Background: an optimization exercise with open tools, aiming at small area, a short achievable clock period and few clock cycles per item. Do not read the settings as production practice. In this exercise RTL edits were held to simulation tests only and were not proved equivalent to the original.

==> flow/run.sh <==
#!/bin/bash
# synth_recipe.tcl (not shown) runs the flow's synth.tcl, then flattens the netlist and writes it again
# the make line also repeats each setting of config.mk as NAME=value (left out here)
make -C /OpenROAD-flow-scripts/flow DESIGN_CONFIG=/design/flow/config.mk WORK_HOME=/design/flow/orfs CLKGATE_MAP_FILE= SYNTH_SCRIPT=/design/flow/synth_recipe.tcl finish
==> flow/constraint.sdc <==
create_clock -name core_clock -period 10.0 [get_ports {clk}]
set_input_delay 2.0000 -clock core_clock [delete_from_list [all_inputs] [get_ports {clk}]]
set_output_delay 2.0000 -clock core_clock [all_outputs]
set_load 0.01 [all_outputs]
==> flow/config.mk <==
export PLATFORM = sky130hd
export DESIGN_NAME = gra_mac
export DESIGN_NICKNAME = gra_mac
export VERILOG_FILES = /design/flow/design.v
export SDC_FILE = /design/flow/constraint.sdc
export NUM_CORES = 4
export LEC_CHECK = 0
export ABC_AREA = 1
export CAP_MARGIN = 20
export CORE_MARGIN = 2
export CORE_UTILIZATION = 40
export SETUP_SLACK_MARGIN = 5
export SLEW_MARGIN = 20
export SYNTH_HIERARCHICAL = 1
==> flow/design.v <==
module gra_mac (
    input  wire         clk,
    input  wire         rst,
    input  wire         start,
    input  wire [6:0]   nwords,      
    input  wire [255:0] key,
    input  wire [63:0]  ctr,
    output wire         ready,
    input  wire         in_valid,
    input  wire [31:0]  in_data,
    output wire         in_ready,
    output wire         done,
    output wire [127:0] mac
);
    localparam integer S_IDLE = 0,
                       S_PRE  = 1,       
                       S_INIT = 2,       
                       S_RND  = 3,
                       S_ADD  = 4,       
                       S_ROT  = 5,       
                       S_WAIT = 6,       
                       S_DONE = 7;       
    function [31:0] bswap;
        input [31:0] x;
        bswap = {x[7:0], x[15:8], x[23:16], x[31:24]};
    endfunction
    function [31:0] rotr;
        input [31:0] x;
        input integer n;
        rotr = (x >> n) | (x << (32 - n));
    endfunction
    function [31:0] bsig0;
        input [31:0] x;
        bsig0 = rotr(x, 2) ^ rotr(x, 13) ^ rotr(x, 22);
    endfunction
    function [31:0] bsig1;
        input [31:0] x;
        bsig1 = rotr(x, 6) ^ rotr(x, 11) ^ rotr(x, 25);
    endfunction
    function [31:0] ssig0;
        input [31:0] x;
        ssig0 = rotr(x, 7) ^ rotr(x, 18) ^ (x >> 3);
    endfunction
    function [31:0] ssig1;
        input [31:0] x;
        ssig1 = rotr(x, 17) ^ rotr(x, 19) ^ (x >> 10);
    endfunction
    function [1:0] kfun;
        input [7:0] s;
        input [5:0] r;
        input       op;
        begin
            kfun = 2'd0;
            if (s[S_RND]) begin
                case (r[1:0])
                    2'b10:   kfun = 2'd3;
                    2'b11:   kfun = 2'd2;
                    default: kfun = 2'd1;
                endcase
            end else if (s[S_ROT]) begin
                case (r[1:0])
                    2'b10:   kfun = 2'd2;
                    2'b11:   kfun = 2'd1;
                    default: kfun = 2'd0;
                endcase
            end else if (s[S_ADD] && op) begin
                kfun = 2'd3;
            end
        end
    endfunction
    localparam [255:0] IV = {32'h6a09e667, 32'hbb67ae85, 32'h3c6ef372, 32'ha54ff53a,
                             32'h510e527f, 32'h9b05688c, 32'h1f83d9ab, 32'h5be0cd19};
    reg  [7:0]   st;          
    reg          outer;       
    reg          keyblk;      
    reg          opad;        
    reg          fin_blk;     
    reg          is_last;     
    reg  [5:0]   rc;          
    reg  [3:0]   slot_r;      
    reg  [4:0]   have_r;      
    reg          nbrk;        
    reg  [7:0]   rem;         
    reg  [31:0]  w [0:15];    
    reg  [31:0]  a, b, c, d, e, f, g, h;
    reg  [31:0]  p;           
    reg  [31:0]  hv [0:7];    
    wire        in_idle  = st[S_IDLE];
    wire        in_pre   = st[S_PRE];
    wire        in_init  = st[S_INIT];
    wire        in_rnd   = st[S_RND];
    wire        in_add   = st[S_ADD];
    wire        in_rot   = st[S_ROT];
    wire        in_wait  = st[S_WAIT];
    wire        in_done  = st[S_DONE];
    wire        last_in  = !outer && is_last;
    assign done  = in_done;
    assign ready = in_idle || in_done;
    function [8:0] fsel;
        input [7:0] s;
        input [5:0] r;
        input       o, kb, fb, il;
        input [3:0] sr;
        reg         fd, nf, fk, fo, fi;
        reg  [3:0]  sl;
        reg         r0, e12, lt, ct, li;
        begin
            r0  = (r == 6'd0);
            e12 = s[S_RND] && !r0 && (r <= 6'd13);
            lt  = (s[S_RND] && (r0 || r == 6'd63)) || s[S_ADD];
            ct  = !o && !il;
            li  = !o && il;
            fd = 1'b0; nf = 1'b0; sl = 4'd0;
            if (s[S_IDLE] || s[S_DONE]) begin
                fd = 1'b1; nf = 1'b1; sl = 4'd0;
            end else if (s[S_PRE]) begin
                fd = 1'b1; sl = 4'd1;
            end else if (s[S_INIT]) begin
                fd = 1'b1; sl = 4'd2;
            end else if (s[S_WAIT]) begin
                fd = 1'b1; sl = sr;
            end else if (s[S_ROT]) begin
                fd = 1'b1; nf = (r[1:0] == 2'd2); sl = {2'b0, r[1:0] ^ 2'b10};
            end else if (e12) begin
                fd = 1'b1; sl = r[3:0] + 4'd2;
            end else begin
                if (s[S_RND] && r == 6'd63 && ct) begin
                    fd = 1'b1; nf = 1'b1; sl = 4'd0;
                end
                if (s[S_RND] && r0 && (ct || li)) begin
                    fd = 1'b1; nf = li; sl = {3'd0, ct};
                end
                if (s[S_ADD] && (ct || li)) begin
                    fd = 1'b1; sl = {2'd0, ct, li};
                end
            end
            fk = s[S_IDLE] || s[S_PRE] || s[S_DONE] || ((s[S_INIT] || e12) && kb) || (lt && li);
            fo = !s[S_IDLE] && !s[S_PRE] && !s[S_DONE] && (o || (lt && li));
            fi = s[S_ROT] || (e12 && fb);
            fsel = {fd, nf, sl, fk, fo, fi};
        end
    endfunction
    wire        cont     = !outer && !is_last;       
    wire        rc0      = (rc == 6'd0);
    wire        r62      = in_rnd && (rc == 6'd63);
    wire        r63      = in_rnd && rc0;
    wire        early    = in_rnd && !rc0 && (rc <= 6'd13);
    wire        feed, newfeed, f_key, f_opad, f_ih;
    wire [3:0]  slot;
    assign {feed, newfeed, slot, f_key, f_opad, f_ih} = fsel(st, rc, outer, keyblk, fin_blk, is_last, slot_r);
    wire [4:0]  have     = newfeed ? 5'd0 : have_r;
    reg  [1:0]  ksel;         
    wire [31:0] hv_ar   = hv[ksel];
    wire [31:0] hv_er   = hv[{1'b1, ksel}];
    wire [31:0] len_bits = 32'd768 + {20'd0, nwords, 5'd0};
    wire [31:0] pad      = f_opad ? 32'h5c5c5c5c : 32'h36363636;
    wire        rem_pos  = !rem[7] && (rem != 8'd0);
    reg  [31:0] src_word;
    reg         src_in;       
    always @(*) begin
        src_word = 32'd0;
        src_in   = 1'b0;
        if (f_key) begin
            src_word = pad;
            if (!slot[3]) src_word = bswap(key[32*slot[2:0] +: 32]) ^ pad;
        end else if (f_ih) begin
            if (!slot[3])            src_word = slot[2] ? hv_er : hv_ar;
            else if (slot == 4'd8)   src_word = 32'h80000000;
            else if (slot == 4'd15)  src_word = 32'd768;
        end else begin
            if (rem_pos) begin
                src_word = bswap(in_data);
                src_in   = 1'b1;
            end else if (rem == 8'd0)               src_word = bswap(ctr[31:0]);
            else if (rem == 8'hff)                  src_word = bswap(ctr[63:32]);
            else if (rem == 8'hfe)                  src_word = 32'h80000000;
            else if (slot == 4'd15 && rem != 8'hfd) src_word = len_bits;
        end
    end
    wire        want     = feed && ({1'b0, slot} == have);
    wire        avail    = !src_in || in_valid;
    wire        take     = want && avail;
    wire        miss     = want && !avail;
    wire        take_msg = take && !f_key && !f_ih;
    reg         in_ready_r;   
    assign in_ready = in_ready_r;
    wire [31:0] w_new;
    gra_mac_sched u_sched (.w0(w[0]), .w1(w[1]), .w9(w[9]), .w14(w[14]), .w_new(w_new));
    reg  [31:0] tail;
    always @(*) begin
        if (take)
            tail = src_word;
        else if (feed)
            tail = w[0];              
        else
            tail = w_new;
    end
    reg  [1:0]  k;
    reg         rot;
    reg         ff_iv;
    reg  [31:0] iv_a, iv_e;
    always @(*) begin
        case (k)
            2'd0: begin iv_a = IV[255:224]; iv_e = IV[127:96]; end
            2'd1: begin iv_a = IV[223:192]; iv_e = IV[95:64];  end
            2'd2: begin iv_a = IV[191:160]; iv_e = IV[63:32];  end
            default: begin iv_a = IV[159:128]; iv_e = IV[31:0]; end
        endcase
    end
    wire [31:0] hv_a    = ff_iv ? iv_a : hv_ar;
    wire [31:0] hv_e    = ff_iv ? iv_e : hv_er;
    wire [31:0] st_a    = rot ? d : (in_init ? 32'd0 : a);
    wire [31:0] st_e    = rot ? h : (in_init ? 32'd0 : e);
    wire [31:0] sum_a, sum_e;
    gra_mac_add32 u_ffa (.x(hv_a), .y(st_a), .s(sum_a));
    gra_mac_add32 u_ffe (.x(hv_e), .y(st_e), .s(sum_e));
    wire        ld_iv   = in_init && keyblk;
    wire [31:0] ld1     = ld_iv ? IV[223:192] : hv[1];
    wire [31:0] ld2     = ld_iv ? IV[191:160] : hv[2];
    wire [31:0] ld3     = ld_iv ? IV[159:128] : hv[3];
    wire [31:0] ld5     = ld_iv ? IV[95:64]   : hv[5];
    wire [31:0] ld6     = ld_iv ? IV[63:32]   : hv[6];
    wire [31:0] ld7     = ld_iv ? IV[31:0]    : hv[7];
    wire [31:0] a_new, e_new;
    gra_mac_round u_round (.a(a), .b(b), .c(c), .d(d), .e(e), .f(f), .g(g), .p(p),
                           .a_new(a_new), .e_new(e_new));
    wire        shift = in_rnd || rot;
    wire [31:0] hnext = shift ? g : ld7;
    wire [31:0] p_new;
    gra_mac_pnext u_pnext (.rc(rc), .hnext(hnext), .w14(w[14]), .p_new(p_new));
    integer i;
    always @(posedge clk) begin
        for (i = 0; i < 15; i = i + 1)
            w[i] <= w[i+1];
        w[15] <= tail;
        p <= p_new;
        a <= in_rnd ? a_new : sum_a;
        e <= in_rnd ? e_new : sum_e;
        if (shift) begin
            b <= a; c <= b; d <= c;
            f <= e; g <= f; h <= g;
        end else begin
            b <= ld1; c <= ld2; d <= ld3;
            f <= ld5; g <= ld6; h <= ld7;
        end
    end
    reg         ff_wr;        
    reg         h3_wr;        
    reg  [1:0]  wk;
    wire [31:0] bus_a  = h3_wr ? d : sum_a;
    always @(posedge clk) begin
        if (ff_wr || h3_wr)
            hv[wk] <= bus_a;
        if (ff_wr)
            hv[{1'b1, k}] <= sum_e;
    end
    assign mac = {bswap(hv[3]), bswap(hv[2]), bswap(hv[1]), bswap(hv[0])};
    reg  [7:0]  st_n;
    reg  [5:0]  rc_n;
    reg         outer_n, keyblk_n, opad_n, fin_n, last_n, nbrk_n;
    reg  [3:0]  slot_n;
    reg  [4:0]  have_n;
    reg  [7:0]  rem_n;
    always @(*) begin
        st_n     = 8'd0;
        rc_n     = rc;
        outer_n  = outer;
        keyblk_n = keyblk;
        opad_n   = opad;
        fin_n    = fin_blk;
        last_n   = is_last;
        nbrk_n   = nbrk;
        rem_n    = rem;
        if (feed) begin
            slot_n = slot + 4'd1;
            have_n = take ? have + 5'd1 : have;
        end else begin
            slot_n = slot_r + 4'd1;
            have_n = have_r;
        end
        if (take_msg) begin
            rem_n = rem - 8'd1;
            if (slot == 4'd15) last_n = rem[7] && (rem <= 8'hfc);
        end
        case (1'b1)
            in_idle: begin
                st_n[start ? S_PRE : S_IDLE] = 1'b1;
            end
            in_pre: begin
                outer_n  = 1'b0;
                keyblk_n = 1'b1;
                opad_n   = 1'b0;
                fin_n    = 1'b0;
                last_n   = 1'b0;
                rem_n    = {1'b0, nwords} + 8'd6;
                nbrk_n   = 1'b0;
                rc_n     = 6'd0;
                st_n[S_INIT] = 1'b1;
            end
            in_init: begin
                rc_n = 6'd1;
                st_n[miss ? S_WAIT : S_RND] = 1'b1;
            end
            in_wait: begin
                rc_n = 6'd0;
                st_n[(slot_r == 4'd1 && (have_r > 5'd1 || (have_r == 5'd1 && avail))) ? S_INIT : S_WAIT] = 1'b1;
            end
            in_rnd: begin
                if (!rc0) rc_n = rc + 6'd1;
                if ((r62 || r63) && miss) nbrk_n = 1'b1;
                if (early && miss)
                    st_n[S_WAIT] = 1'b1;
                else if (rc0)
                    st_n[S_ADD] = 1'b1;
                else
                    st_n[S_RND] = 1'b1;
            end
            in_add: begin
                rc_n   = 6'd1;
                nbrk_n = 1'b0;
                if (fin_blk) begin
                    st_n[S_DONE] = 1'b1;
                end else if (opad) begin
                    rc_n     = 6'd62;
                    keyblk_n = 1'b0;
                    opad_n   = 1'b0;
                    fin_n    = 1'b1;
                    st_n[S_ROT] = 1'b1;
                end else if (last_in) begin
                    rc_n     = 6'd0;
                    outer_n  = 1'b1;
                    keyblk_n = 1'b1;
                    opad_n   = 1'b1;
                    st_n[S_INIT] = 1'b1;
                end else begin
                    keyblk_n = 1'b0;
                    st_n[(nbrk || miss) ? S_WAIT : S_RND] = 1'b1;
                end
            end
            in_rot: begin
                rc_n = rc0 ? 6'd1 : rc + 6'd1;
                st_n[rc0 ? S_RND : S_ROT] = 1'b1;
            end
            in_done: begin
                st_n[start ? S_PRE : S_IDLE] = 1'b1;
            end
            default: st_n[S_IDLE] = 1'b1;
        endcase
        if (rst) begin
            st_n   = 8'd0;
            st_n[S_IDLE] = 1'b1;
            nbrk_n = 1'b0;
        end
    end
    wire        feed_n, newfeed_n, f_key_n, f_opad_n, f_ih_n;
    wire [3:0]  fslot_n;
    assign {feed_n, newfeed_n, fslot_n, f_key_n, f_opad_n, f_ih_n} =
        fsel(st_n, rc_n, outer_n, keyblk_n, fin_n, last_n, slot_n);
    wire [4:0]  fhave_n  = newfeed_n ? 5'd0 : have_n;
    wire        ready_n  = feed_n && ({1'b0, fslot_n} == fhave_n) && !f_key_n && !f_ih_n
                           && !rem_n[7] && (rem_n != 8'd0);
    wire        rot_n   = st_n[S_ROT] || (st_n[S_ADD] && opad_n);
    wire [1:0]  k_n     = kfun(st_n, rc_n, opad_n);
    wire        ffwr_n  = !opad_n && ((st_n[S_RND] && (rc_n == 6'd0 || rc_n[5:1] == 5'b11111)) || st_n[S_ADD]);
    wire        h3wr_n  = fin_n && st_n[S_RND] && (rc_n != 6'd0) && (rc_n <= 6'd4);
    reg  [1:0]  wk_n;
    always @(*) begin
        wk_n = k_n;
        if (h3wr_n) begin
            case (rc_n[1:0])
                2'b01:   wk_n = 2'd3;
                2'b10:   wk_n = 2'd2;
                2'b11:   wk_n = 2'd1;
                default: wk_n = 2'd0;
            endcase
        end
    end
    always @(posedge clk) begin
        k          <= k_n;
        ksel       <= (feed_n && f_ih_n) ? fslot_n[1:0] : k_n;
        rot        <= rot_n;
        ff_iv      <= rot_n || keyblk_n;
        ff_wr      <= ffwr_n;
        h3_wr      <= h3wr_n;
        wk         <= wk_n;
        st         <= st_n;
        rc         <= rc_n;
        outer      <= outer_n;
        keyblk     <= keyblk_n;
        opad       <= opad_n;
        fin_blk    <= fin_n;
        is_last    <= last_n;
        nbrk       <= nbrk_n;
        slot_r     <= slot_n;
        have_r     <= have_n;
        rem        <= rem_n;
        in_ready_r <= ready_n;
    end
endmodule
module gra_mac_round (
    input  wire [31:0] a, b, c, d, e, f, g, p,
    output wire [31:0] a_new, e_new
);
    function [31:0] rotr;
        input [31:0] x;
        input integer n;
        rotr = (x >> n) | (x << (32 - n));
    endfunction
    function [31:0] bsig0;
        input [31:0] x;
        bsig0 = rotr(x, 2) ^ rotr(x, 13) ^ rotr(x, 22);
    endfunction
    function [31:0] bsig1;
        input [31:0] x;
        bsig1 = rotr(x, 6) ^ rotr(x, 11) ^ rotr(x, 25);
    endfunction
    wire [31:0] ch    = (e & f) ^ (~e & g);
    wire [31:0] maj   = (a & b) ^ (a & c) ^ (b & c);
    wire [31:0] s1    = bsig1(e);
    wire [31:0] s0    = bsig0(a);
    wire [31:0] x1    = p ^ d ^ ch;
    wire [31:0] y1    = {(p[30:0] & d[30:0]) | (p[30:0] & ch[30:0]) | (d[30:0] & ch[30:0]), 1'b0};
    wire [31:0] x2    = x1 ^ y1 ^ s1;
    wire [31:0] y2    = {(x1[30:0] & y1[30:0]) | (x1[30:0] & s1[30:0]) | (y1[30:0] & s1[30:0]), 1'b0};
    wire [31:0] u1    = p ^ ch ^ maj;
    wire [31:0] v1    = {(p[30:0] & ch[30:0]) | (p[30:0] & maj[30:0]) | (ch[30:0] & maj[30:0]), 1'b0};
    wire [31:0] u2    = u1 ^ v1 ^ s0;
    wire [31:0] v2    = {(u1[30:0] & v1[30:0]) | (u1[30:0] & s0[30:0]) | (v1[30:0] & s0[30:0]), 1'b0};
    wire [31:0] u3    = u2 ^ v2 ^ s1;
    wire [31:0] v3    = {(u2[30:0] & v2[30:0]) | (u2[30:0] & s1[30:0]) | (v2[30:0] & s1[30:0]), 1'b0};
    assign e_new = x2 + y2;
    assign a_new = u3 + v3;
endmodule
module gra_mac_sched (
    input  wire [31:0] w0, w1, w9, w14,
    output wire [31:0] w_new
);
    function [31:0] bkadd;
        input [31:0] u, v;
        reg   [31:0] gg, pp;
        integer i, l;
        begin
            gg = u & v;
            pp = u ^ v;
            for (l = 1; l < 32; l = l * 2)
                for (i = 2*l - 1; i < 32; i = i + 2*l) begin
                    gg[i] = gg[i] | (pp[i] & gg[i-l]);
                    pp[i] = pp[i] & pp[i-l];
                end
            for (l = 8; l >= 1; l = l / 2)
                for (i = 3*l - 1; i < 32; i = i + 2*l) begin
                    gg[i] = gg[i] | (pp[i] & gg[i-l]);
                    pp[i] = pp[i] & pp[i-l];
                end
            bkadd = u ^ v ^ {gg[30:0], 1'b0};
        end
    endfunction
    function [31:0] rotr;
        input [31:0] x;
        input integer n;
        rotr = (x >> n) | (x << (32 - n));
    endfunction
    function [31:0] ssig0;
        input [31:0] x;
        ssig0 = rotr(x, 7) ^ rotr(x, 18) ^ (x >> 3);
    endfunction
    function [31:0] ssig1;
        input [31:0] x;
        ssig1 = rotr(x, 17) ^ rotr(x, 19) ^ (x >> 10);
    endfunction
    wire [31:0] wq0   = ssig0(w1);
    wire [31:0] wq1   = ssig1(w14);
    wire [31:0] wx1   = w0 ^ w9 ^ wq0;
    wire [31:0] wy1   = {(w0[30:0] & w9[30:0]) | (w0[30:0] & wq0[30:0]) | (w9[30:0] & wq0[30:0]), 1'b0};
    wire [31:0] wx2   = wx1 ^ wy1 ^ wq1;
    wire [31:0] wy2   = {(wx1[30:0] & wy1[30:0]) | (wx1[30:0] & wq1[30:0]) | (wy1[30:0] & wq1[30:0]), 1'b0};
    assign w_new = bkadd(wx2, wy2);
endmodule
module gra_mac_pnext (
    input  wire [5:0]  rc,
    input  wire [31:0] hnext, w14,
    output wire [31:0] p_new
);
    function [31:0] bkadd;
        input [31:0] u, v;
        reg   [31:0] gg, pp;
        integer i, l;
        begin
            gg = u & v;
            pp = u ^ v;
            for (l = 1; l < 32; l = l * 2)
                for (i = 2*l - 1; i < 32; i = i + 2*l) begin
                    gg[i] = gg[i] | (pp[i] & gg[i-l]);
                    pp[i] = pp[i] & pp[i-l];
                end
            for (l = 8; l >= 1; l = l / 2)
                for (i = 3*l - 1; i < 32; i = i + 2*l) begin
                    gg[i] = gg[i] | (pp[i] & gg[i-l]);
                    pp[i] = pp[i] & pp[i-l];
                end
            bkadd = u ^ v ^ {gg[30:0], 1'b0};
        end
    endfunction
    function [31:0] kconst;
        input [5:0] i;
        case (i)
            6'd0: kconst = 32'h428a2f98;
            6'd1: kconst = 32'h71374491;
            6'd2: kconst = 32'hb5c0fbcf;
            6'd3: kconst = 32'he9b5dba5;
            6'd4: kconst = 32'h3956c25b;
            6'd5: kconst = 32'h59f111f1;
            6'd6: kconst = 32'h923f82a4;
            6'd7: kconst = 32'hab1c5ed5;
            6'd8: kconst = 32'hd807aa98;
            6'd9: kconst = 32'h12835b01;
            6'd10: kconst = 32'h243185be;
            6'd11: kconst = 32'h550c7dc3;
            6'd12: kconst = 32'h72be5d74;
            6'd13: kconst = 32'h80deb1fe;
            6'd14: kconst = 32'h9bdc06a7;
            6'd15: kconst = 32'hc19bf174;
            6'd16: kconst = 32'he49b69c1;
            6'd17: kconst = 32'hefbe4786;
            6'd18: kconst = 32'h0fc19dc6;
            6'd19: kconst = 32'h240ca1cc;
            6'd20: kconst = 32'h2de92c6f;
            6'd21: kconst = 32'h4a7484aa;
            6'd22: kconst = 32'h5cb0a9dc;
            6'd23: kconst = 32'h76f988da;
            6'd24: kconst = 32'h983e5152;
            6'd25: kconst = 32'ha831c66d;
            6'd26: kconst = 32'hb00327c8;
            6'd27: kconst = 32'hbf597fc7;
            6'd28: kconst = 32'hc6e00bf3;
            6'd29: kconst = 32'hd5a79147;
            6'd30: kconst = 32'h06ca6351;
            6'd31: kconst = 32'h14292967;
            6'd32: kconst = 32'h27b70a85;
            6'd33: kconst = 32'h2e1b2138;
            6'd34: kconst = 32'h4d2c6dfc;
            6'd35: kconst = 32'h53380d13;
            6'd36: kconst = 32'h650a7354;
            6'd37: kconst = 32'h766a0abb;
            6'd38: kconst = 32'h81c2c92e;
            6'd39: kconst = 32'h92722c85;
            6'd40: kconst = 32'ha2bfe8a1;
            6'd41: kconst = 32'ha81a664b;
            6'd42: kconst = 32'hc24b8b70;
            6'd43: kconst = 32'hc76c51a3;
            6'd44: kconst = 32'hd192e819;
            6'd45: kconst = 32'hd6990624;
            6'd46: kconst = 32'hf40e3585;
            6'd47: kconst = 32'h106aa070;
            6'd48: kconst = 32'h19a4c116;
            6'd49: kconst = 32'h1e376c08;
            6'd50: kconst = 32'h2748774c;
            6'd51: kconst = 32'h34b0bcb5;
            6'd52: kconst = 32'h391c0cb3;
            6'd53: kconst = 32'h4ed8aa4a;
            6'd54: kconst = 32'h5b9cca4f;
            6'd55: kconst = 32'h682e6ff3;
            6'd56: kconst = 32'h748f82ee;
            6'd57: kconst = 32'h78a5636f;
            6'd58: kconst = 32'h84c87814;
            6'd59: kconst = 32'h8cc70208;
            6'd60: kconst = 32'h90befffa;
            6'd61: kconst = 32'ha4506ceb;
            6'd62: kconst = 32'hbef9a3f7;
            6'd63: kconst = 32'hc67178f2;
        endcase
    endfunction
    wire [31:0] kval  = kconst(rc);
    wire [31:0] px    = hnext ^ kval ^ w14;
    wire [31:0] py    = {(hnext[30:0] & kval[30:0]) | (hnext[30:0] & w14[30:0]) | (kval[30:0] & w14[30:0]), 1'b0};
    assign p_new = bkadd(px, py);
endmodule
module gra_mac_add32 (
    input  wire [31:0] x, y,
    output wire [31:0] s
);
    function [31:0] bkadd;
        input [31:0] u, v;
        reg   [31:0] gg, pp;
        integer i, l;
        begin
            gg = u & v;
            pp = u ^ v;
            for (l = 1; l < 32; l = l * 2)
                for (i = 2*l - 1; i < 32; i = i + 2*l) begin
                    gg[i] = gg[i] | (pp[i] & gg[i-l]);
                    pp[i] = pp[i] & pp[i-l];
                end
            for (l = 8; l >= 1; l = l / 2)
                for (i = 3*l - 1; i < 32; i = i + 2*l) begin
                    gg[i] = gg[i] | (pp[i] & gg[i-l]);
                    pp[i] = pp[i] & pp[i-l];
                end
            bkadd = u ^ v ^ {gg[30:0], 1'b0};
        end
    endfunction
    assign s = bkadd(x, y);
endmodule
==> metrics.csv, run 1 <==
metric,value,unit
outcome,no timing/DRC/antenna violations,
Crit. End Element,flip-flop,
Slew headroom,15.8,%
Die Height,392,um
die area,153000,um2
global-route wire length before repair,378000,um
worst-path fanout max,21,
Most Frequent Cell on Critical Path,inv_1,
Worst EP arrival,5.50,ns
"most common cell after layout, fill and taps aside",nand2_1,
Ys Warns,13,
Final Slew Violations,0,
gpl congestion,1.02,
period utilization,48.9,%
CTS hold repair buffers,0,
drt initial violations,7367,
Hold Path Class,reg -> reg,
sequential share of the synthesized area,41.0,%
Overflow after GRT,0,
mux contribution to synthesized area,0.377,%
TritonCTS clock tree,built,
syn_nets,7899,
CP max stage cell,fa_1,
area grow syn2layout,20.2,%
clock transition at the registers of the reported paths,0.07,ns
fin area,72300,um2
GRT Total Usage,34.7,%
largest family of logic cells by synthesized area,adder cells,
Die X-Extent,392,um
Worst-Margin Slew,1.26,ns
mapped cell area,60100,um2
final worst setup slack,5.11,ns
vias in the first global route,49767,
Post-synth EDFFs,256,
WS Path Type,reg -> reg,
most frequent cells in the layout,"1,262 x nand2_1, 1,127 x inv_1, 833 x dfxtp_1, 528 x o21ai_0, 493 x clkdlybuf4s50_1",
Routed Antenna Nets,0,
Compound-Gate Fraction of Synth Area,14.0,%
crit-path max cell delay,0.56,ns
number of placement rows,142,
CTS root buf,clkbuf_16,
Seq cells post-synth,1104,
max-cap violations,0,
Vias,53452,
Worst Skew,0.0733,ns
"Req. time, crit path",10.61,ns
Placed Area,67200,um2
clock sinks,1104,
Synth Area per Inst,8.60,um2
Setup Viol. Count Final,0,
share of layout cells above drive strength 1,7.93,%
Max Root-Sink Buffers,3,
IO Port Bufs,493,
RSZ-0062 raised after global routing,true,
R2R cell count,26,
setup_tns,0,ns
Tmin final,4.89,ns
RR Endpoint,p[31],
pre-CTS setup slack,4.04,ns
vias per inst,5.58,
FF-to-FF Start,rc[1],
Fin. Hold Viols,0,
clock latency on the worst-skew pair,0.79,ns
xor-xnor portion of the synthesized cell area,5.43,%
adder-cell share of the synthesized area,15.4,%
Synth Instances,6997,
Worst Setup EP,p[31],
Fmax,0.205,GHz
crit path from,rc[1],
DPL Wire Length,217000,um
initial antenna violation count,25,
TritonRoute pass-1 iters,8,
htree depth,3,
TritonCTS Buffers,114,
initial core utilization,40.2,%
CP startpoint kind,flip-flop,
Boundary Pins,494,
final wirelength,275000,um
synth unique cells,74,
pin count of the biggest net entering global routing,86,
# DRC,0,
reg2reg setup slack,5.11,ns
Simple-Gate Fraction of Synth Area,14.8,%
Core Footprint,150000,um2
most common flop cell mapped by yosys,dfxtp_1,
wire per inst,28.8,um
Nets,8342,
Synth async-reset ratio,0,%
## cell usage after synthesis (8+ instances only)
library cell     n  area share [%]
o311ai_0        22            0.32
a21o_1          15            0.19
a211oi_1        10            0.12
inv_2           33            0.21
dfxtp_1        848              28
mux2_2          13            0.24
nor2_1         441             2.8
nor4_1           8           0.083
o21ai_0        559             4.7
buf_1           15           0.094
edfxtp_1       256              13
a311oi_1        22            0.32
o211ai_1        41            0.51
or2_2           20            0.21
ha_1           231             4.8
o22ai_1         56            0.58
a221oi_1        10            0.15
mux2i_1          8            0.13
nor2_2          18            0.19
buf_2           29            0.24
a32o_1          21            0.35
clkbuf_1       205             1.3
nand2_2         51            0.53
fa_1           308              10
inv_1         1139             7.1
o21ai_1         19            0.16
a31oi_1         36            0.37
nor2_4           9            0.17
nand3_1        176             1.5
o21bai_1        28            0.35
a21oi_1        336             2.8
o22a_1          40            0.58
maj3_1          20            0.33
a22o_1          31            0.45
nand4_1         40            0.42
xnor2_1        164             2.4
nor3_1          27            0.22
a22oi_1         27            0.34
xor2_1         207             3.0
o221ai_1        42            0.61
a32oi_1         26            0.38
o31ai_1         13            0.16
nand2_1       1291             8.1
## stage by stage
| stage | hold WS (ns) | utilization [%] | instances |
|---|---|---|---|
| 2_1_floorplan | 0.310 | - | 6997 |
| 3_3_place_gp | 0.309 | 44.9 | 9316 |
| 3_5_place_dp | 0.312 | 44.9 | 9316 |
| 4_1_cts | 0.298 | 47.9 | 9541 |
| 5_1_grt | 0.307 | 48.3 | 9559 |
| 6_report | 0.297 | 48.3 | 9573 |
## worst min-delay path by stage
stage	slack, ns	end	depth (start not counted)	start
3_5_place_dp	0.31	w[10][11]	0	w[11][11]
3_3_place_gp	0.31	w[4][17]	0	w[5][17]
6_report	0.30	w[9][25]	0	w[10][25]
5_1_grt	0.31	w[12][15]	0	w[13][15]
2_1_floorplan	0.31	w[10][0]	0	w[11][0]
4_1_cts	0.30	w[10][15]	0	w[11][15]
## per-module statistics from Yosys (local to each module, per instance)
| module | times used | flip-flops and latches |
|---|---|---|
| gra_mac | 1 | 1104 |
| gra_mac_pnext | 1 | 0 |
| gra_mac_add32 | 2 | 0 |
| gra_mac_sched | 1 | 0 |
| gra_mac_round | 1 | 0 |
## metal layers
layer	up-vias	global-route usage, %	wire length [um]
met5	-	0	83
met4	16	14.7	13200
met3	534	6.99	30200
met2	3197	49.7	113000
met1	26201	50.6	118000
li1	23504	-	-
## registers in the layout, summed over array words and instances, names as in the netlist, 5 cells and up, named ones only
signal and count:
a 32, b 32, have_r 5, rem 8, d 32, e 32, w 512, p 32
c 32, rc 6, g 32, h 32, f 32, hv 256, st 8
## kinds of logic after synthesis
family | after synthesis
AND/OR/NAND/NOR | 2119
buffers and inverters | 1434
AO/OA/AOI/OAI | 1388
flip-flops | 1104
adder cells (fa/ha/maj) | 559
XOR/XNOR | 372
multiplexers | 21
## worst max-delay path: cells and delay by family (launching register included)
family | cells | cell delay [ns]
xor gates and xnor gates | 2 | 0.33
AOI/OAI and AO/OA | 3 | 0.78
DFF | 1 | 0.38
buffers and inverters | 6 | 0.62
and+or+nand+nor | 11 | 1.19
adders and majority gates | 4 | 1.42
## repair_timing
action | CTS | global route
gates resized for setup | 87 | 141
cloned | 2 | 3
pin swaps | 0 | 17
endpoints found under the setup margin | 256 | 77
setup buffers | 7 | 12
## final cells by class
type / instances / area, um2
diodes: 17 / 42.5
clock buffers: 143 / 3130
clock inverters: 73 / 908
fillers: 14433 / 77300
inverters: 1177 / 4470
multi-input cells: 4459 / 30600
flip-flops and latches: 1104 / 24700
well taps: 2016 / 2520
repair buffers: 583 / 5950
repair inverters: 1 / 5.00
Testbench counts, summed over its fixed seeds: cycles 102,088, items 320.
==> run 2: changes to the inputs <==
==> flow/flow/run.sh (new file) <==
#!/bin/bash
set -euo pipefail
export BUFFER_PORTS_ARGS="-buffer_cell sky130_fd_sc_hd__buf_1"
export CTS_ARGS="-sink_clustering_enable -repair_clock_nets -dont_use_dummy_load"
sed -e 's/SETUP_SLACK_MARGIN=5/SETUP_SLACK_MARGIN=6/' standard.sh > standard_custom.sh
grep -q 'SETUP_SLACK_MARGIN=6' standard_custom.sh
bash standard_custom.sh > flow.log 2>&1
==> flow/standard.sh (new file) <==
#!/bin/bash
# synth_recipe.tcl (not shown) runs the flow's synth.tcl, then flattens the netlist and writes it again
# the make line also repeats each setting of config.mk as NAME=value (left out here)
make -C /OpenROAD-flow-scripts/flow DESIGN_CONFIG=/design/flow/config.mk WORK_HOME=/design/flow/orfs CLKGATE_MAP_FILE= SYNTH_SCRIPT=/design/flow/synth_recipe.tcl "${@:-finish}"
removed: flow/run.sh
==> run 2 against run 1 <==
Effect of this change:
- worst setup slack better by 0.32 ns
- sequential share of layout area shrank 0.75 points
- flip-flop and latch count unchanged
- critical path depth decreased by 4
- clock skew increased by 0.020 ns
- largest cell class unchanged
==> metrics.csv, run 2 <==
metric,value,unit
DPL Wire Length,209000,um
vias in the first global route,51217,
die area,153000,um2
Worst-Margin Slew,1.34,ns
post-synth top area share,28.2,%
Hold Path Cell Cnt,0,
Worst Setup EP,p[31],
CP startpoint kind,flip-flop,
GRT Total Usage,35.1,%
outcome,no timing/DRC/antenna violations,
gpl congestion,1.03,
wire per inst,29.5,um
area grow syn2layout,24.5,%
clock latency on the worst-skew pair,0.76,ns
CTS root buf,clkbuf_16,
Nets,8602,
max FFs per register,512,
TritonCTS Buffers,110,
period utilization,45.6,%
Final Slew Violations,0,
"Req. time, crit path",10.59,ns
pin count of the biggest net entering global routing,88,
sequential share of the synthesized area,41.0,%
Die Height,392,um
drt initial violations,7958,
worst-path fanout max,10,
syn_nets,7899,
Worst EP arrival,5.15,ns
htree depth,3,
CTS hold repair buffers,0,
IO Port Bufs,493,
Ys Warns,13,
final wirelength,287000,um
Post-synth EDFFs,256,
Slew headroom,9.72,%
number of placement rows,142,
"most common cell after layout, fill and taps aside",nand2_1,
biggest regs,"w x512, hv x256",
RSZ-0062 raised after global routing,true,
synth unique cells,74,
FF-to-FF Start,rc[1],
Vias,56078,
TritonRoute pass-1 iters,9,
Seq cells post-synth,1104,
Tmin final,4.56,ns
R2R cell count,22,
most frequent cell after synthesis,nand2_1,
most common flop cell mapped by yosys,dfxtp_1,
vias per inst,5.76,
fin area,74900,um2
Max Root-Sink Buffers,3,
Overflow after GRT,0,
synth top area cells,"dfxtp_1 28%, edfxtp_1 13%, fa_1 10%",
Post-synth top cells,"1,291 x nand2_1, 1,139 x inv_1, 848 x dfxtp_1",
Synth Instances,6997,
WS Path Type,reg -> reg,
# DRC,0,
RR Endpoint,p[31],
share of layout cells above drive strength 1,18.8,%
Crit. End Element,flip-flop,
crit path from,rc[1],
max-cap violations,0,
setup_tns,0,ns
Routed Antenna Nets,0,
mapped cell area,60100,um2
Worst Skew,0.0933,ns
Core Footprint,150000,um2
largest register by flop count,w,
initial core utilization,40.2,%
Die X-Extent,392,um
Boundary Pins,494,
clock transition at the registers of the reported paths,0.06,ns
Synth area leader,dfxtp_1,
Fin. Hold Viols,0,
Hold Path Class,reg -> reg,
Placed Area,64200,um2
reg2reg setup slack,5.44,ns
Setup Viol. Count Final,0,
global-route wire length before repair,383000,um
most frequent cells in the layout,"1,130 x nand2_1, 1,077 x inv_1, 736 x dfxtp_1, 493 x buf_1, 438 x o21ai_0",
Synth async-reset ratio,0,%
TritonCTS clock tree,built,
Synth Area per Inst,8.60,um2
Fmax,0.219,GHz
clock sinks,1104,
initial antenna violation count,33,
[run 2: final cells by class]
type                            count  area, um2
Fill cell                       14328      74700
Multi-Input combinational cell   4465      34100
Sequential cell                  1104      25000
Timing Repair Buffer              836       5730
Inverter                         1177       4600
Clock buffer                      110       2750
Tap cell                         2016       2520
Timing Repair inverter              6       70.1
Antenna cell                       18       45.0
[run 2: cell families (layout without fill, tap and decap cells)]
family,Yosys count,after routing,synth area share [%]
AND/OR/NAND/NOR,2119,2125,14.8
buffers and inverters,1434,2129,9.07
AO/OA/AOI/OAI,1388,1388,14.0
flip-flops,1104,1104,41.0
adder cells (fa/ha/maj),559,559,15.4
XOR/XNOR,372,372,5.43
multiplexers,21,21,0.377
other,0,18,0
[run 2: per-layer routing]
layer | vias to the layer above | GRT usage (%) | part of all wire (%)
met5 | - | 0.606 | 0.098
met4 | 28 | 18.2 | 6.5
met3 | 850 | 10.2 | 14
met2 | 3984 | 49.3 | 40
met1 | 27249 | 48.6 | 40
li1 | 23967 | - | -
[run 2: worst min-delay path by stage]
stage                      to  startpoint
floorplan            w[10][0]    w[11][0]
global placement      w[4][7]     w[5][7]
detailed placement  w[10][11]   w[11][11]
CTS                  w[1][20]    w[2][20]
global route         w[1][19]    w[2][19]
finish               w[1][20]    w[2][20]
[run 2: repair_timing]
item,in CTS,in global routing
cloned,21,20
endpoints found under the hold margin,0,0
pin swaps,163,294
endpoints found under the setup margin,394,257
buffers inserted,110,145
gates resized for setup,758,592
[run 2: worst max-delay path: stages, from the launching register on]
cell        delay (ns)
dfxtp_4           0.39
clkinvlp_4        0.20
buf_6             0.19
nor2_4            0.37
inv_1             0.15
a311oi_2          0.35
o31ai_4           0.17
fa_1              0.53
inv_1             0.08
ha_1              0.30
nand4_1           0.13
inv_1             0.07
a21oi_2           0.18
nand2_4           0.10
nand2_2           0.07
nand2_2           0.05
nand2_2           0.07
nand2_2           0.05
fa_2              0.35
xnor2_2           0.15
xnor2_1           0.19
nand3b_1          0.13
nand2_1           0.08
[run 2: Yosys stat by module (local to each module, per instance)]
module / flops+latches / cells / area [um2]
gra_mac_sched: 0 / 464 / 4030
gra_mac_round: 0 / 1503 / 10200
gra_mac: 1104 / 3893 / 38400
gra_mac_pnext: 0 / 791 / 4850
gra_mac_add32: 0 / 173 / 1360
[run 2: per-stage QoR]
step	cells	hold WS [ns]	utilization [%]	setup WS (ns)
after global routing	9721	0.307	50.0	5.34
after CTS	9549	0.303	47.5	5.56
after global placement	9308	0.310	42.9	4.04
final	9732	0.292	50.0	5.44
after detailed placement	9308	0.312	42.9	3.92
after floorplan	6997	0.310	-	5.85
==> run 3: changes to the inputs <==
==> flow/flow/run.sh (replaced) <==
#!/bin/bash
set -euo pipefail
export BUFFER_PORTS_ARGS="-buffer_cell sky130_fd_sc_hd__buf_1"
export CTS_ARGS="-sink_clustering_enable -repair_clock_nets -dont_use_dummy_load"
sed -e 's/SETUP_SLACK_MARGIN=5/SETUP_SLACK_MARGIN=5/' standard.sh > standard_custom.sh
grep -q 'SETUP_SLACK_MARGIN=5' standard_custom.sh
bash standard_custom.sh > flow.log 2>&1
==> run 3 against run 2 <==
Effect of this change:
- still clean on timing, DRC and antenna
- non-clock buffer count shrank 259
- worst setup slack lost 0.37 ns
- synthesized cell count is the same
- maximum frequency shrank 7.5%
- global-route usage shrank 1.6 points
- critical path depth shrank 6
- sequential share of layout area grew 3.1 points
- final cell count shrank 2.8%
- register-to-register slack lost 0.37 ns
- critical path type unchanged
- critical endpoint is now e[27]
==> metrics.csv, run 3 <==
metric,value,unit
gpl congestion,1.03,
Seq cells post-synth,1104,
Tmin final,4.93,ns
Ys Warns,13,
Synth async-reset ratio,0,%
GRT Total Usage,33.5,%
share of layout cells above drive strength 1,6.50,%
wire per inst,28.0,um
most frequent cell after synthesis,nand2_1,
Final Slew Violations,0,
Die X-Extent,392,um
number of placement rows,142,
CTS hold repair buffers,0,
vias in the first global route,49397,
Core Footprint,150000,um2
CP startpoint kind,flip-flop,
Slew headroom,13.1,%
DPL Wire Length,211000,um
Boundary Pins,494,
Post-synth EDFFs,256,
WS Path Type,reg -> reg,
Synth area leader,dfxtp_1,
period utilization,49.3,%
biggest regs,"w x512, hv x256",
Setup Viol. Count Final,0,
Fmax,0.203,GHz
post-synth top area share,28.2,%
# DRC,0,
htree depth,3,
RSZ-0062 raised after global routing,true,
most common flop cell mapped by yosys,dfxtp_1,
Worst-Margin Slew,1.29,ns
vias per inst,5.61,
Crit. End Element,flip-flop,
drt initial violations,7125,
synth unique cells,74,
global-route wire length before repair,366000,um
Synth Instances,6997,
max-cap violations,0,
outcome,no timing/DRC/antenna violations,
Worst Skew,0.0859,ns
max FFs per register,512,
mapped cell area,60100,um2
Routed Antenna Nets,0,
clock sinks,1104,
CTS root buf,clkbuf_16,
Max Root-Sink Buffers,3,
largest register by flop count,w,
Vias,53025,
sequential share of the synthesized area,41.0,%
clock latency on the worst-skew pair,0.75,ns
Hold Path Class,reg -> reg,
syn_nets,7899,
IO Port Bufs,493,
setup_tns,0,ns
worst-path fanout max,37,
most frequent cells in the layout,"1,268 x nand2_1, 1,125 x inv_1, 834 x dfxtp_1, 528 x o21ai_0, 493 x buf_1",
area grow syn2layout,12.3,%
Nets,8333,
synth top area cells,"dfxtp_1 28%, edfxtp_1 13%, fa_1 10%",
TritonCTS Buffers,111,
Synth Area per Inst,8.60,um2
initial core utilization,40.2,%
Post-synth top cells,"1,291 x nand2_1, 1,139 x inv_1, 848 x dfxtp_1",
die area,153000,um2
Overflow after GRT,0,
TritonRoute pass-1 iters,8,
final wirelength,265000,um
clock transition at the registers of the reported paths,0.06,ns
initial antenna violation count,22,
Fin. Hold Viols,0,
"Req. time, crit path",10.64,ns
Die Height,392,um
"most common cell after layout, fill and taps aside",nand2_1,
Worst EP arrival,5.57,ns
final core occ,45.2,%
pin count of the biggest net entering global routing,91,
TritonCTS clock tree,built,
-- run 3: per-stage QoR --
stage	hold WS (ns)	instances	worst slack [ns]	cell area, um2
after CTS	0.276	9432	4.93	67100
after detailed placement	0.312	9314	4.06	64100
final	0.280	9455	5.07	67600
after floorplan	0.310	6997	5.35	60100
after global routing	0.281	9451	4.94	67600
after global placement	0.310	9314	4.11	64100
-- run 3: cells by family after synthesis --
logic type	share of synthesized area, %
AOI/OAI and AO/OA	14.0
buffers and inverters	9.07
muxes	0.377
and+or+nand+nor	14.8
xor gates and xnor gates	5.43
DFF	41.0
adders and majority gates	15.4
-- run 3: worst paths after layout --
check | from | to | slack [ns] | cells after the start
hold / removal | w[10][28] | w[9][28] | 0.28 | 0
setup / recovery | flip-flop | e[27] | 5.07 | 16
hold reg to reg | w[10][28] | w[9][28] | 0.28 | 0
setup reg to reg | flip-flop | e[27] | 5.07 | 16
-- run 3: modules after synthesis, one instance, submodules excluded --
| module | area (um2) | copies in the design |
|---|---|---|
| gra_mac | 38400 | 1 |
| gra_mac_pnext | 4850 | 1 |
| gra_mac_sched | 4030 | 1 |
| gra_mac_round | 10200 | 1 |
| gra_mac_add32 | 1360 | 2 |
-- run 3: per-layer routing --
metal  GRT usage (%)  wire [um]  share of wire [%]
met4            13.9      12400                4.7
met3            7.60      31200                 12
met5           0.447        160              0.060
met2            47.2     107000                 41
met1            48.8     114000                 43
-- run 3: cell type report --
cell class / count / area (um2)
multi-input cells: 4460 / 30400
well taps: 2016 / 2520
repair buffers: 577 / 2660
inverters: 1177 / 4460
clock buffers: 111 / 2780
flip-flops and latches: 1104 / 24700
fillers: 14831 / 82000
diodes: 10 / 25.0
-- run 3: worst max-delay path, stage by stage, from the launching register on --
cell,delay [ns]
dfxtp_2,0.31
buf_4,0.44
inv_4,0.34
buf_6,0.37
a21oi_1,0.75
o21ai_0,0.35
ha_1,0.38
nand4_1,0.13
inv_1,0.09
a21oi_4,0.17
nand2_4,0.12
nand3_1,0.09
nand2_1,0.08
fa_1,0.38
xor2_1,0.44
nand2_1,0.21
nand2_1,0.10
-- run 3: repair_timing --
item,in CTS,in global routing
buffers inserted,6,12
resized for setup,68,104
endpoints found under the setup margin,112,87
gates cloned,1,1
pin swaps,2,15
==> run 4: changes to the inputs <==
--- a/flow/config.mk
+++ b/flow/config.mk
@@ -5,7 +5,6 @@
 export SDC_FILE = /design/flow/constraint.sdc
 export NUM_CORES = 4
 export LEC_CHECK = 0
-export ABC_AREA = 1
 export CAP_MARGIN = 20
 export CORE_MARGIN = 2
 export CORE_UTILIZATION = 40
==> run 4 against run 3 <==
Effect of this change:
- clock skew is 0.0086 ns higher
- die area is 2.2% lower
- flip-flop and latch count stayed put
- still clean
- synthesized cell count is 19% lower
- via count is 14% lower
- maximum frequency is 1.0% lower
- wire length is 18% lower
- critical path type unchanged
==> metrics.csv, run 4 <==
metric,value,unit
TritonCTS clock tree,built,
minimum hold slack,0.268,ns
period utilization,49.8,%
Worst Skew,0.0945,ns
Simple-Gate Fraction of Synth Area,9.02,%
Buffers & Inverters on Critical Path,3,
synth unique cells,107,
number of placement rows,140,
CTS root buf,clkbuf_16,
DPL Wire Length,168000,um
htree depth,3,
Die Height,387,um
initial antenna violation count,8,
Max Root-Sink Buffers,3,
Worst-Margin Slew,1.19,ns
Compound-Gate Fraction of Synth Area,14.6,%
worst-path fanout max,38,
"most common cell after layout, fill and taps aside",dfxtp_1,
Non-Filler Instances,8032,
clock sinks,1104,
vias in the first global route,45019,
setup_tns,0,ns
most common flop cell mapped by yosys,dfxtp_1,
global-route wire length before repair,312000,um
syn_nets,6547,
clock latency on the worst-skew pair,0.75,ns
family with the most delay on the worst path,simple AND/OR/NAND/NOR gates,
Fin. Hold Viols,0,
Placed Cells incl. Taps,7845,
xor-xnor portion of the synthesized cell area,5.94,%
drt initial violations,4320,
largest family of logic cells by synthesized area,adder cells,
Hold Path Class,reg -> reg,
max FFs per register,512,
crit-path max cell delay,0.56,ns
Routed Antenna Nets,0,
Final Slew Violations,0,
Nets,7015,
post-synth top area share,28.9,%
Synth area leader,dfxtp_1,
area grow syn2layout,14.6,%
Crit. End Element,flip-flop,
biggest regs,"w x512, hv x256",
Setup Viol. Count Final,0,
mux contribution to synthesized area,6.63,%
CP max stage cell,dfxtp_4,
TritonCTS Buffers,110,
Synth Area per Inst,10.4,um2
Vias,45816,
WS Path Type,reg -> reg,
largest register by flop count,w,
max-cap violations,0,
Synth Instances,5645,
CP startpoint kind,flip-flop,
CP Cell Sequence,buf_8 -> nand2b_1 -> or3_4 -> a221o_2 -> a21o_4 -> or4_1 -> nor4_1 -> mux2i_1 -> buf_4 -> inv_1 -> a21boi_1 -> o211ai_1 -> xor2_1 -> a2111oi_2,
GRT Total Usage,28.2,%
Synth async-reset ratio,0,%
final core occ,46.2,%
Ys Warns,13,
layer carrying the most global-route usage,met2,
share of layout cells above drive strength 1,12.4,%
Core Footprint,146000,um2
RSZ-0062 raised after global routing,true,
sequential share of the synthesized area,42.0,%
most frequent cells in the layout,"790 x dfxtp_1, 644 x inv_1, 561 x nand2_1, 493 x buf_1, 303 x fa_1",
Tmin final,4.98,ns
final wirelength,218000,um
"Req. time, crit path",10.60,ns
adder-cell share of the synthesized area,15.8,%
met3 usage,5.07,%
Seq cells post-synth,1104,
Overflow after GRT,0,
die area,150000,um2
mapped cell area,58800,um2
IO Port Bufs,493,
initial core utilization,40.3,%
Fmax,0.201,GHz
Boundary Pins,494,
# DRC,0,
TritonRoute pass-1 iters,8,
met1 Use GR,36.0,%
synth top area cells,"dfxtp_1 29%, edfxtp_1 13%, fa_1 10%",
Post-synth EDFFs,256,
wire per inst,27.2,um
Worst EP arrival,5.58,ns
pin count of the biggest net entering global routing,98,
Slew headroom,18.7,%
CTS hold repair buffers,0,
met2 Resource Use GR,47.2,%
gpl congestion,0.974,
Post-synth top cells,"848 x dfxtp_1, 648 x inv_1, 567 x nand2_1",
vias per inst,5.70,
clock transition at the registers of the reported paths,0.06,ns
Die X-Extent,387,um
most frequent cell after synthesis,dfxtp_1,
outcome,no timing/DRC/antenna violations,
==> run 4: worst paths after layout <==
path | endpoint | cells after the start | startpoint | slack, ns
worst max-delay path | in_ready_r | 14 | st[3] | 5.02
worst min-delay path | w[11][29] | 0 | w[12][29] | 0.27
worst max register to register | in_ready_r | 14 | st[3] | 5.02
worst min register to register | w[11][29] | 0 | w[12][29] | 0.27
==> run 4: layout make-up <==
class | instances | area [um2]
fill | 13827 | 78400
multi-input combinational | 3612 | 31800
sequential | 1104 | 24800
timing repair buffer | 631 | 3120
clock buffer | 110 | 2750
inverter | 654 | 2480
tap | 1917 | 2400
antenna | 4 | 10.0
==> run 4: repair_timing <==
action                                  CTS  global route
pin swaps                                28            54
gates cloned                              4             1
endpoints found under the setup margin  243            64
gates resized for setup                 217           161
setup buffers                            32            36
==> run 4: Yosys stat by module (local to each module, per instance) <==
module	cells	flops+latches	times used
gra_mac	3100	1104	1
gra_mac_round	1037	0	1
gra_mac_pnext	760	0	1
gra_mac_sched	438	0	1
gra_mac_add32	155	0	2
==> run 4: per-layer routing <==
| layer | part of all wire [%] | routed length, um | vias up |
|---|---|---|---|
| met4 | 5.0 | 11000 | 4 |
| met5 | 0.012 | 27 | - |
| met1 | 40 | 87200 | 22801 |
| met2 | 47 | 103000 | 2143 |
| li1 | - | - | 20368 |
| met3 | 7.7 | 16800 | 500 |
==> run 4: kinds of logic after synthesis <==
kind of cell / after synthesis
AO/OA/AOI/OAI: 1208
AND/OR/NAND/NOR: 1161
flip-flops: 1104
buffers and inverters: 933
adder cells (fa/ha/maj): 560
XOR/XNOR: 399
multiplexers: 280
==> run 4: per-stage QoR <==
step / area, um2 / worst slack [ns]
after floorplan: 58800 / 5.06
after global placement: 62600 / 3.83
after detailed placement: 62600 / 3.84
after CTS: 66500 / 4.97
after global routing: 67400 / 4.87
final: 67400 / 5.02
==> run 5: changes to the inputs <==
==> flow/flow/run.sh (replaced) <==
#!/bin/bash
set -euo pipefail
export BUFFER_PORTS_ARGS="-buffer_cell sky130_fd_sc_hd__buf_1"
export CTS_ARGS="-sink_clustering_enable -repair_clock_nets -dont_use_dummy_load -buf_list {sky130_fd_sc_hd__clkbuf_4 sky130_fd_sc_hd__clkbuf_8}"
sed -e 's/SETUP_SLACK_MARGIN=5/SETUP_SLACK_MARGIN=5/' standard.sh > standard_custom.sh
grep -q 'SETUP_SLACK_MARGIN=5' standard_custom.sh
bash standard_custom.sh > flow.log 2>&1
==> run 5 against run 4 <==
Effect of this change:
- critical path type unchanged
- clock skew shrank 0.011 ns
- synthesized cell count is the same
- worst setup slack lost 0.0026 ns
- highest routed layer unchanged
- critical endpoint is now p[31]
- final cell count grew 0.87%
==> metrics.csv, run 5 <==
metric,value,unit
outcome,no timing/DRC/antenna violations,
Synth Instances,5645,
die area,150000,um2
initial core utilization,40.3,%
CP startpoint kind,flip-flop,
TritonCTS clock tree,built,
setup_tns,0,ns
# DRC,0,
Worst-Margin Slew,1.26,ns
CTS root buf,clkbuf_8,
CTS hold repair buffers,0,
Worst Skew,0.0834,ns
most frequent cells in the layout,"787 x dfxtp_1, 643 x inv_1, 558 x nand2_1, 493 x buf_1, 305 x fa_1",
worst-path fanout max,8,
"Req. time, crit path",10.79,ns
Vias,46218,
clock sinks,1104,
hold path start,w[12][30],
syn_nets,6547,
vias in the first global route,45508,
gpl congestion,0.974,
final wirelength,220000,um
Fin. Hold Viols,0,
largest register by flop count,w,
Final Slew Violations,0,
post-synth top area share,28.9,%
pin count of the biggest net entering global routing,98,
most common flop cell mapped by yosys,dfxtp_1,
max-cap violations,0,
Tmin final,4.99,ns
FF-to-FF Start,rc[1],
Max Root-Sink Buffers,3,
synth unique cells,107,
R2R cell count,22,
pre-CTS setup slack,3.84,ns
sequential share of the synthesized area,42.0,%
DPL Wire Length,168000,um
WS Path Type,reg -> reg,
Core Footprint,146000,um2
TritonRoute pass-1 iters,8,
max FFs per register,512,
share of layout cells above drive strength 1,13.2,%
number of placement rows,140,
global-route wire length before repair,313000,um
RSZ-0062 raised after global routing,true,
Worst EP arrival,5.78,ns
minimum hold slack,0.257,ns
Synth area leader,dfxtp_1,
Post-synth EDFFs,256,
Hold Path Class,reg -> reg,
Overflow after GRT,0,
htree depth,4,
Filler Cell Count,13898,
clock transition at the registers of the reported paths,0.06,ns
TritonCTS Buffers,177,
most frequent cell after synthesis,dfxtp_1,
area of the multi-input gates,31700,um2
"most common cell after layout, fill and taps aside",dfxtp_1,
clock latency on the worst-skew pair,0.92,ns
Min-Delay Endpoint,w[11][30],
final core occ,46.0,%
wire per inst,27.1,um
Seq cells post-synth,1104,
Die Height,387,um
mapped cell area,58800,um2
Boundary Pins,494,
period utilization,49.9,%
vias per inst,5.70,
GRT Total Usage,28.4,%
Storage cell area,24800,um2
Slew headroom,15.8,%
final worst setup slack,5.01,ns
reg2reg setup slack,5.01,ns
Crit. End Element,flip-flop,
Setup Viol. Count Final,0,
Synth async-reset ratio,0,%
IO Port Bufs,493,
drt initial violations,4447,
synth top area cells,"dfxtp_1 29%, edfxtp_1 13%, fa_1 10%",
Die X-Extent,387,um
Synth Area per Inst,10.4,um2
Routed Antenna Nets,0,
Fmax,0.201,GHz
Post-synth top cells,"848 x dfxtp_1, 648 x inv_1, 567 x nand2_1",
biggest regs,"w x512, hv x256",
initial antenna violation count,11,
Hold Path Cell Cnt,0,
area grow syn2layout,14.0,%
Ys Warns,13,
Nets,7083,
RR Endpoint,p[31],
## run 5: changes by cell type in the layout (fill, tap and decap cells not counted), sizes merged
cell,before,now
clkbuf,111,180
buf,629,628
diode,4,6
## run 5: worst max-delay path by stage
stage | start | end | slack, ns | cells after the start
final | rc[1] | p[31] | 5.01 | 22
after floorplan | rc[0] | p[31] | 5.06 | 20
after CTS | a[0] | a[31] | 5.00 | 20
after global routing | rc[1] | p[31] | 4.91 | 21
after global placement | rc[0] | p[31] | 3.83 | 20
after detailed placement | rc[0] | p[31] | 3.84 | 20
## run 5: per-module statistics from Yosys, one instance, submodules excluded
module / times used / cells / flip-flops and latches
gra_mac_sched: 1 / 438 / 0
gra_mac_add32: 2 / 155 / 0
gra_mac_pnext: 1 / 760 / 0
gra_mac_round: 1 / 1037 / 0
gra_mac: 1 / 3100 / 1104
## run 5: metal layers
| metal | wire length [um] | global-route usage [%] | up-vias |
|---|---|---|---|
| met2 | 104000 | 47.1 | 2198 |
| met3 | 17000 | 5.55 | 510 |
| met5 | 55 | 0 | - |
| met1 | 88000 | 35.9 | 23022 |
| li1 | - | - | 20480 |
| met4 | 10900 | 12.6 | 8 |
## run 5: kinds of logic (layout without fill, tap and decap cells)
logic type / after synthesis / in the layout / synth area share, %
AO/OA/AOI/OAI: 1208 / 1209 / 14.6
AND/OR/NAND/NOR: 1161 / 1164 / 9.02
flip-flops: 1104 / 1104 / 42.0
buffers and inverters: 933 / 1463 / 6.04
adder cells (fa/ha/maj): 560 / 560 / 15.8
XOR/XNOR: 399 / 399 / 5.94
multiplexers: 280 / 280 / 6.63
other: 0 / 6 / 0
## run 5: timing repair
| action | in CTS | in global routing |
|---|---|---|
| gates cloned | 4 | 3 |
| pin swaps | 38 | 48 |
| setup buffers | 38 | 29 |
| resized for setup | 232 | 129 |
| endpoints found under the setup margin | 238 | 57 |
## run 5: critical path, stage by stage, from the launching register on
cell and delay (ns):
dfxtp_4 0.36, buf_12 0.14, clkinvlp_4 0.22, buf_6 0.19, ha_4 0.19, nor2_2 0.30
a211oi_1 0.09, a31oi_1 0.17, a21oi_1 0.10, a21oi_2 0.33, fa_1 0.47, inv_1 0.07
ha_1 0.26, a21oi_1 0.17, o21ai_1 0.14, o2bb2ai_1 0.18, or3_1 0.37, o221ai_2 0.19
a21oi_2 0.10, fa_1 0.44, xnor2_1 0.17, xnor2_1 0.15, xnor2_1 0.08
## run 5: final cells by class
| cell class | count | share of cell area, % |
|---|---|---|
| multi-input cells | 3612 | 47.3 |
| flip-flops and latches | 1104 | 37.1 |
| repair buffers | 632 | 4.71 |
| inverters | 654 | 3.71 |
| clock buffers | 177 | 3.64 |
| well taps | 1917 | 3.58 |
| diodes | 6 | 0.0224 |
## run 5: metrics by stage
| stage | cells | cell area [um2] |
|---|---|---|
| 2_1_floorplan | 5645 | 58800 |
| 3_3_place_gp | 7845 | 62600 |
| 3_5_place_dp | 7845 | 62600 |
| 4_1_cts | 8064 | 66300 |
| 5_1_grt | 8100 | 67000 |
| 6_report | 8102 | 67000 |
==> run 6: changes to the inputs <==
==> flow/flow/run.sh (replaced) <==
#!/bin/bash
set -euo pipefail
export BUFFER_PORTS_ARGS="-buffer_cell sky130_fd_sc_hd__buf_1"
export CTS_ARGS="-sink_clustering_enable -repair_clock_nets -dont_use_dummy_load -buf_list {sky130_fd_sc_hd__clkbuf_4 sky130_fd_sc_hd__clkbuf_8}"
sed -e 's/SETUP_SLACK_MARGIN=5/SETUP_SLACK_MARGIN=5.5/' standard.sh > standard_custom.sh
grep -q 'SETUP_SLACK_MARGIN=5.5' standard_custom.sh
bash standard_custom.sh > flow.log 2>&1
==> run 6 against run 5 <==
Effect of this change:
- count of clock-buffer cells in the layout shrank 4
- first-iteration DRC count grew 5.6%
- utilization grew 1.6 points
- maximum frequency grew 2.3%
- clock skew grew 0.012 ns
- final cell count grew 1.1%
- area after synthesis is the same
- die area is the same
- critical path depth is the same
- worst hold slack lost 0.011 ns
==> metrics.csv, run 6 <==
metric,value,unit
worst-path fanout max,12,
Boundary Pins,494,
Storage cell area,24900,um2
Post-synth EDFFs,256,
Crit. End Element,flip-flop,
Setup Viol. Count Final,0,
clock latency on the worst-skew pair,0.90,ns
Post-synth top cells,"848 x dfxtp_1, 648 x inv_1, 567 x nand2_1",
drt initial violations,4698,
clock sinks,1104,
TritonCTS Buffers,173,
share of layout cells above drive strength 1,17.6,%
largest register by flop count,w,
DPL Wire Length,165000,um
fin area,69400,um2
Filler Cell Count,13541,
IO Port Bufs,493,
post-synth top area share,28.9,%
reg2reg setup slack,5.12,ns
initial antenna violation count,11,
GRT Total Usage,28.9,%
number of placement rows,140,
Hold Path Class,reg -> reg,
Ys Warns,13,
vias in the first global route,46132,
max FFs per register,512,
syn_nets,6547,
htree depth,4,
Slew headroom,17.7,%
initial core utilization,40.3,%
Nets,7175,
most frequent cells in the layout,"768 x dfxtp_1, 632 x inv_1, 549 x nand2_1, 493 x buf_1, 291 x fa_1",
"Req. time, crit path",10.76,ns
Vias,47269,
Synth area leader,dfxtp_1,
Placed Cells incl. Taps,7832,
TritonRoute pass-1 iters,6,
pin count of the biggest net entering global routing,108,
Core Footprint,146000,um2
Synth Area per Inst,10.4,um2
# DRC,0,
final core occ,47.6,%
Overflow after GRT,0,
Routed Antenna Nets,0,
Tmin final,4.88,ns
"most common cell after layout, fill and taps aside",dfxtp_1,
die area,150000,um2
vias per inst,5.77,
most common flop cell mapped by yosys,dfxtp_1,
Die Height,387,um
Final Slew Violations,0,
Non-Filler Instances,8193,
sequential share of the synthesized area,42.0,%
synth unique cells,107,
Die X-Extent,387,um
Fmax,0.205,GHz
period utilization,48.8,%
final wirelength,224000,um
biggest regs,"w x512, hv x256",
wire per inst,27.3,um
mapped cell area,58800,um2
gpl congestion,0.978,
clock transition at the registers of the reported paths,0.06,ns
WS Path Type,reg -> reg,
outcome,no timing/DRC/antenna violations,
RSZ-0062 raised after global routing,true,
area grow syn2layout,18.0,%
area of the multi-input gates,32900,um2
Worst EP arrival,5.64,ns
global-route wire length before repair,318000,um
Placed Area,62600,um2
synth top area cells,"dfxtp_1 29%, edfxtp_1 13%, fa_1 10%",
CP startpoint kind,flip-flop,
most frequent cell after synthesis,dfxtp_1,
setup_tns,0,ns
Synth Instances,5645,
CTS root buf,clkbuf_8,
TritonCTS clock tree,built,
Fin. Hold Viols,0,
Hold Path Cell Cnt,0,
Worst-Margin Slew,1.23,ns
Worst Skew,0.0956,ns
max-cap violations,0,
Synth async-reset ratio,0,%
R2R cell count,22,
Max Root-Sink Buffers,3,
Seq cells post-synth,1104,
run 6: cell type report:
class / instances / share of cell area [%]
clock buffers: 173 / 3.43
multi-input cells: 3612 / 47.5
well taps: 1917 / 3.46
repair buffers: 728 / 6.12
flip-flops and latches: 1104 / 35.9
diodes: 5 / 0.0180
inverters: 654 / 3.60
run 6: final timing paths:
path                               start  endpoint
worst min register to register  w[13][7]  w[12][7]
worst min-delay path            w[13][7]  w[12][7]
worst max-delay path               rc[0]     p[31]
worst max register to register     rc[0]     p[31]
run 6: per-layer routing:
layer	part of all wire (%)	track usage, %	up-vias
li1	-	-	20670
met1	39	36.8	23481
met2	46	46.9	2537
met3	8.8	6.19	573
met4	5.5	13.5	8
met5	0.021	0	-
run 6: logic make-up (layout without fill, tap and decap cells):
group                      after synthesis  in the layout  synth area share [%]
DFF                                   1104           1104                  42.0
AOI/OAI and AO/OA                     1208           1209                  14.6
other                                    0              5                     0
buffers and inverters                  933           1555                  6.04
and+or+nand+nor                       1161           1164                  9.02
muxes                                  280            280                  6.63
adders and majority gates              560            560                  15.8
xor gates and xnor gates               399            399                  5.94
run 6: Yosys stat by module (local to each module, per instance):
module         flip-flops and latches  area, um2
gra_mac                          1104      38000
gra_mac_round                       0       8890
gra_mac_pnext                       0       5150
gra_mac_sched                       0       4010
gra_mac_add32                       0       1360
run 6: metrics by stage:
stage / hold slack [ns] / setup slack (ns)
floorplan: 0.310 / 5.46
global placement: 0.310 / 4.11
detailed placement: 0.312 / 4.08
CTS: 0.240 / 5.16
global route: 0.248 / 4.96
finish: 0.246 / 5.12
run 6: critical path, stage by stage, from the launching register on:
cell       delay, ns
dfxtp_4         0.35
buf_12          0.14
buf_4           0.14
buf_4           0.13
ha_4            0.20
nand2_1         0.21
a21boi_0        0.22
o21ai_0         0.10
a211oi_1        0.31
a21oi_2         0.09
fa_1            0.49
inv_1           0.04
ha_1            0.34
a21oi_1         0.26
o21ai_2         0.15
o2bb2ai_2       0.15
or3_1           0.32
o221ai_2        0.21
a21oi_2         0.09
fa_2            0.36
xnor2_2         0.15
xnor2_1         0.13
xnor2_1         0.13
run 6: repair_timing:
action | 4_1_cts | 5_1_grt
buffers inserted | 100 | 73
resized for setup | 487 | 207
cloned | 8 | 2
setup endpoints to repair | 317 | 160
hold buffers | 0 | 0
pin swaps | 110 | 113

-- static timing again, ports no longer ideal --
The flow's constraints put no driver on any port. The routed layouts listed below were extracted and timed again, unchanged, in two steps.
Step 1 sets driving cells, clkbuf_16 on the clock port and buf_2 on the other inputs (assumed; they add their load-dependent delay and slew).
Step 2 moves the port delays by t, midway between the first and last clock arrival at a register: inputs arrive t later, outputs are due t later. That takes back most of the time a late clock gives input paths.
a / b / c = ideal ports / drivers / drivers and shift; a / b = the first two.
| run | shift t [ns] | setup slack, ns | hold slack, ns |
|---|---|---|---|
| run 1 | 0.844 | 5.113 / 5.113 / 5.113 | 0.297 / 0.297 / 0.297 |
| run 2 | 0.800 | 5.438 / 5.438 / 5.438 | 0.292 / 0.292 / 0.292 |
| run 3 | 0.792 | 5.067 / 5.067 / 5.067 | 0.280 / 0.280 / 0.280 |
| run 4 | 0.770 | 5.017 / 5.017 / 4.609 | 0.268 / 0.268 / 0.268 |
| run 5 | 0.961 | 5.014 / 5.014 / 4.695 | 0.257 / 0.257 / 0.257 |
| run 6 | 0.938 | 5.124 / 5.124 / 4.816 | 0.246 / 0.246 / 0.246 |
After both steps setup and hold are still met in every run listed. The setup slack of run 4, which loses most, moves by 0.000 ns with the drivers and by -0.408 ns with both steps.
